Source: an optimization exercise on an open RTL-to-GDS flow (aim: small area, a short achievable clock period and few clock cycles per item). Production flows keep margins and buffers that such runs may drop. RTL that was checked went through simulation tests only; none was proved equivalent to the original.

## run A
==> flow/design.v (excerpt) <==
module dx_ecc (
    input  wire        clk,
    input  wire        rst,
    input  wire        in_valid,
    output wire        in_ready,
    input  wire        in_op,
    input  wire [63:0] in_data,
    input  wire [15:0] in_check,
    output reg         out_valid,
    output reg  [63:0] out_data,
    output reg  [15:0] out_check,
    output reg  [2:0]  out_status
);
    assign in_ready = 1'b1;
    function automatic [12:0] gf_pmul(input [6:0] a, input [6:0] b);
        integer i, j;
        begin
            gf_pmul = 13'd0;
            for (i = 0; i < 7; i = i + 1)
                for (j = 0; j < 7; j = j + 1)
                    gf_pmul[i + j] = gf_pmul[i + j] ^ (a[i] & b[j]);
        end
    endfunction
    function automatic [6:0] gf_mul(input [6:0] a, input [6:0] b);
        reg [12:0] p;
        integer i;
        begin
            p = 13'd0;
            for (i = 0; i < 7; i = i + 1)
                if (b[i]) p = p ^ ({6'd0, a} << i);
            for (i = 12; i >= 7; i = i - 1)
                if (p[i]) p = p ^ (13'h89 << (i - 7));
            gf_mul = p[6:0];
        end
    endfunction
    localparam [127:0] GF_INV3_T0 = 128'h85171f397d3521e1ec0715d9c155d956;
    localparam [127:0] GF_INV3_T1 = 128'h077bca8c40edde83cfa9b8fae20590f0;
    localparam [127:0] GF_INV3_T2 = 128'hd3d8a3c4b729aac8883ed3b1ef77e000;
    localparam [127:0] GF_INV3_T3 = 128'h9d7459fd639529fbdb72e2c062284688;
    localparam [127:0] GF_INV3_T4 = 128'h76d02a17ab13d34bf22b331b534913bc;
    localparam [127:0] GF_INV3_T5 = 128'h7a55ce6bcde0f5c45424a2b9e9a25f80;
    localparam [127:0] GF_INV3_T6 = 128'h4ae285f65b8d65a17edf971ddc8880a0;
    function automatic [6:0] gf_inv3(input [6:0] x);
        begin
            gf_inv3[0] = GF_INV3_T0[x];
            gf_inv3[1] = GF_INV3_T1[x];
            gf_inv3[2] = GF_INV3_T2[x];
            gf_inv3[3] = GF_INV3_T3[x];
            gf_inv3[4] = GF_INV3_T4[x];
            gf_inv3[5] = GF_INV3_T5[x];
            gf_inv3[6] = GF_INV3_T6[x];
        end
  ...
For scale: roughly 1700 cells after synthesis, roughly 280 flip-flops, about 16000 um2 of cells after synthesis.
export LEC_CHECK = 0
export CAP_MARGIN = 20
export CORE_MARGIN = 2
export CORE_UTILIZATION = 50
export CTS_BUF_LIST = sky130_fd_sc_hd__clkbuf_4 sky130_fd_sc_hd__clkbuf_8
export CTS_CLUSTER_DIAMETER = 80
export CTS_CLUSTER_SIZE = 16
export SLEW_MARGIN = 20
create_clock -name core_clock -period 14.0 [get_ports {clk}]
standard.sh (not shown) runs the stock make flow with config.mk's settings and CLKGATE_MAP_FILE= SYNTH_SCRIPT=/design/flow/synth_recipe.tcl, a recipe that flattens the netlist after the stock synthesis.
==> flow/flow/run.sh <==
#!/bin/bash
# Own flow: the standard layout (standard synthesis unchanged), with
#  - port buffers of sky130_fd_sc_hd__buf_2 instead of the automatically chosen cell;
set -euo pipefail
bash standard.sh \
  "SETUP_SLACK_MARGIN=${FLOW_SETUP_MARGIN:-9.7}" \
  "BUFFER_PORTS_ARGS=-buffer_cell sky130_fd_sc_hd__buf_2" \
  finish > standard_make.log 2>&1
Run A finished every step from synthesis to the final layout, and the layout passed the timing, design-rule and antenna checks.
Testbench counts of run A, summed over its fixed seeds: cycles 12,024, items 12,000.
--- input diff run A..run B ---
- changing CORE_UTILIZATION from 50 to 60
diff --git a/flow/flow/run.sh b/flow/flow/run.sh
--- a/flow/flow/run.sh
+++ b/flow/flow/run.sh
@@ -6 +6 @@
-  "SETUP_SLACK_MARGIN=${FLOW_SETUP_MARGIN:-9.7}" \
+  "SETUP_SLACK_MARGIN=${FLOW_SETUP_MARGIN:-9.8}" \
==> comparison <==
- Diff run A..run B | post-synthesis mux area share | unchanged
- Run B: maximum single-stage delay on the critical path 30 ps below run A
- Run B: die area is 16% lower than what run A reported.
- Comparing run B against run A, there is no change at all in worst hold path depth.
- Final area in run B is 1.1% above run A.
- | number of rows in the core area | lower: run B |
- The routed wire length of run B was superior to that of run A.
- Transition time of the tightest slew-check pin in run B is 20 ps above run A.
- Run B: full flow OK, the timing, design-rule and antenna checks passed

========
v58:
Another version of the RTL of dx_ecc (not shown whole).
Size: ~280 flip-flops, ~170 I/O pins, ~0.016 mm² of cells after synthesis.
// dx_ecc
module dx_ecc (
    input  wire        clk,
    input  wire        rst,
    input  wire        in_valid,
    output wire        in_ready,
    input  wire        in_op,
    input  wire [63:0] in_data,
    input  wire [15:0] in_check,
    output reg         out_valid,
    output reg  [63:0] out_data,
    output reg  [15:0] out_check,
    output reg  [2:0]  out_status
);
==> flow/config.mk <==
export PLATFORM = sky130hd
export DESIGN_NAME = dx_ecc
export DESIGN_NICKNAME = dx_ecc
export VERILOG_FILES = /design/flow/design.v
export SDC_FILE = /design/flow/constraint.sdc
export NUM_CORES = 4
export LEC_CHECK = 0
export CAP_MARGIN = 20
export CORE_MARGIN = 2
export CORE_UTILIZATION = 60
export CTS_BUF_LIST = sky130_fd_sc_hd__clkbuf_4 sky130_fd_sc_hd__clkbuf_8
export CTS_CLUSTER_DIAMETER = 80
export CTS_CLUSTER_SIZE = 16
export SLEW_MARGIN = 20
==> flow/constraint.sdc <==
create_clock -name core_clock -period 14.0 [get_ports {clk}]
set_input_delay 2.8000 -clock core_clock [delete_from_list [all_inputs] [get_ports {clk}]]
set_output_delay 2.8000 -clock core_clock [all_outputs]
set_load 0.01 [all_outputs]
==> flow/flow/run.sh <==
#!/bin/bash
# Own flow: the standard layout (standard synthesis unchanged), with
#  - port buffers of sky130_fd_sc_hd__buf_2 instead of the automatically chosen cell;
set -euo pipefail
bash standard.sh \
  "SETUP_SLACK_MARGIN=${FLOW_SETUP_MARGIN:-9.3}" \
  "BUFFER_PORTS_ARGS=-buffer_cell sky130_fd_sc_hd__buf_2" \
  finish > standard_make.log 2>&1
v58: no failed stages, no open violations at the end
Testbench counts of v58, summed over its fixed seeds: cycles 12,024, items 12,000.
Relative to v58, the following input files were edited for v34:
--- a/flow/flow/run.sh
+++ b/flow/flow/run.sh
@@ -5,3 +5,3 @@
 bash standard.sh \
-  "SETUP_SLACK_MARGIN=${FLOW_SETUP_MARGIN:-9.3}" \
+  "SETUP_SLACK_MARGIN=${FLOW_SETUP_MARGIN:-9.5}" \
   "BUFFER_PORTS_ARGS=-buffer_cell sky130_fd_sc_hd__buf_2" \
--- a/flow/config.mk
+++ b/flow/config.mk
@@ -9,3 +9,3 @@
 export CORE_MARGIN = 2
-export CORE_UTILIZATION = 60
+export CORE_UTILIZATION = 68
 export CTS_BUF_LIST = sky130_fd_sc_hd__clkbuf_4 sky130_fd_sc_hd__clkbuf_8
==> results.txt <==
v34 vs v58: cell area after layout up. Diff v58 -> v34: inverter count shows an increase of 4.8%, setup slack of the most critical reg-to-reg path shows an increase of 140 ps.
Setup changes, v34 to v10
--- a/flow/config.mk
+++ b/flow/config.mk
@@ -9,3 +9,3 @@
 export CORE_MARGIN = 2
-export CORE_UTILIZATION = 68
+export CORE_UTILIZATION = 60
 export CTS_BUF_LIST = sky130_fd_sc_hd__clkbuf_4 sky130_fd_sc_hd__clkbuf_8
Notes after the runs:
v10 vs v34, routability congestion estimate went down by about 0.9%.
Number of detailed-routing iterations run before antenna repair | v10 above v34
Die area for v10 is higher than for v34.
Compared to v34, the routing of v10 uses more wire.
Re wire length of the first global-routing pass: v10 and v34 aren't equal, and the lower value belongs to v34.
Maximum clock frequency in v10 is 3.2% above v34.

========
Another version of the RTL of dx_ecc (not shown whole).
For scale: roughly 1800 cells after synthesis, about 170 I/O pins.
==> flow/design.v (excerpt) <==
module dx_ecc (
    input  wire        clk,
    input  wire        rst,
    input  wire        in_valid,
    output wire        in_ready,
    input  wire        in_op,
    input  wire [63:0] in_data,
    input  wire [15:0] in_check,
    output reg         out_valid,
    output reg  [63:0] out_data,
    output reg  [15:0] out_check,
    output reg  [2:0]  out_status
);
clock: 14.0 ns
lec_check: 0
cap_margin: 20
core_margin: 2
core_utilization: 60
cts_buf_list: sky130_fd_sc_hd__clkbuf_4 sky130_fd_sc_hd__clkbuf_8
slew_margin: 20
==> flow/flow/run.sh <==
#!/bin/bash
# Own flow: the standard layout (standard synthesis unchanged), with
#  - port buffers of sky130_fd_sc_hd__buf_2 instead of the automatically chosen cell;
set -euo pipefail
bash standard.sh \
  "SETUP_SLACK_MARGIN=${FLOW_SETUP_MARGIN:-9.5}" \
  "BUFFER_PORTS_ARGS=-buffer_cell sky130_fd_sc_hd__buf_2" \
  finish > standard_make.log 2>&1
Testbench counts at the start, summed over its fixed seeds: cycles 12,024, items 12,000.
Rerun with:
Settings changed: CTS_CLUSTER_DIAMETER set to 80, CTS_CLUSTER_SIZE set to 16.
=> Routed wire length shrinks by 1.6%; worst setup slack improved by 0.028 ns; die area does not change; fmax climbs by 0.63%.

========
dx_ecc, a different RTL version from the one above (not shown whole).
Size: about 1,800 cells after synthesis, ~280 flip-flops, roughly 170 I/O pins, ~16,000 µm² of cells after synthesis.
==> flow/design.v (excerpt) <==
module dx_ecc (
    input  wire        clk,
    input  wire        rst,
    input  wire        in_valid,
    output wire        in_ready,
    input  wire        in_op,
    input  wire [63:0] in_data,
    input  wire [15:0] in_check,
    output reg         out_valid,
    output reg  [63:0] out_data,
    output reg  [15:0] out_check,
    output reg  [2:0]  out_status
);
Settings: LEC_CHECK=0, CAP_MARGIN=20, CORE_MARGIN=2, CORE_UTILIZATION=60, CTS_BUF_LIST=sky130_fd_sc_hd__clkbuf_4 sky130_fd_sc_hd__clkbuf_8, CTS_CLUSTER_DIAMETER=80, CTS_CLUSTER_SIZE=16, SLEW_MARGIN=20; clock period 14.0 ns.
Scripts as last shown in full above: flow/flow/run.sh
The first run went through all stages and came out clean.
Change:
Settings changed: CTS_CLUSTER_DIAMETER 80 to default, CTS_CLUSTER_SIZE 16 to default.
Setup slack stays flat.
Global-route usage climbs by 0.88 points.
Non-clock buffer count went down by 8.
Routed wire length grows by 1.7%.
Final cell count went up by 2.0%.
Cell area rose by 3.2%.
No run of this note included a check of the RTL's function; only the layout flow was run.

==> afterwards: timing with drivers on the ports <==
In the flow no input, the clock included, has a driving cell. The finished layouts below were timed again as built, in two steps. Step 1 (the two cells are an assumption about what drives the block):
set clk [get_ports {clk}]
set_driving_cell -lib_cell sky130_fd_sc_hd__clkbuf_16 $clk
set_driving_cell -lib_cell sky130_fd_sc_hd__buf_2 [delete_from_list [all_inputs] $clk]
Step 2, shift: input delay + t, output delay - t, t = (earliest + latest rising clock arrival at the registers) / 2. This alone moves slack from input paths to output paths. Three values: ideal ports, drivers, drivers and shift; two values: the first two.
run	shift t [ns]	setup WS [ns]	worst setup path after step 2	clock arrival spread, ns	worst register clock-pin slew, ns
run A	0.597	9.770 / 9.793 / 9.196	input to register	0.041 / 0.041	0.11 / 0.11
run B	0.607	9.852 / 9.859 / 9.273	input to register	0.023 / 0.023	0.10 / 0.10
v58	0.601	9.339 / 9.339 / 9.054	input to register	0.046 / 0.047	0.11 / 0.11
v34	0.600	9.483 / 9.483 / 9.036	input to register	0.048 / 0.048	0.11 / 0.11
v10	0.603	9.624 / 9.647 / 9.044	input to register	0.046 / 0.047	0.11 / 0.11
the first run of note 3	0.595	9.573 / 9.601 / 9.006	input to register	0.048 / 0.047	0.07 / 0.07
the second run of note 3	0.600	9.600 / 9.601 / 9.027	input to register	0.058 / 0.058	0.10 / 0.10
the first run of note 4	0.579	9.586 / 9.586 / 9.085	input to register	0.062 / 0.063	0.11 / 0.11
the second run of note 4	0.607	9.587 / 9.587 / 9.085	input to register	0.049 / 0.050	0.08 / 0.08
After both steps setup and hold are still met in every run listed. For v10, which loses most, drivers alone change the setup slack by +0.023 ns; drivers and shift together by -0.580 ns.
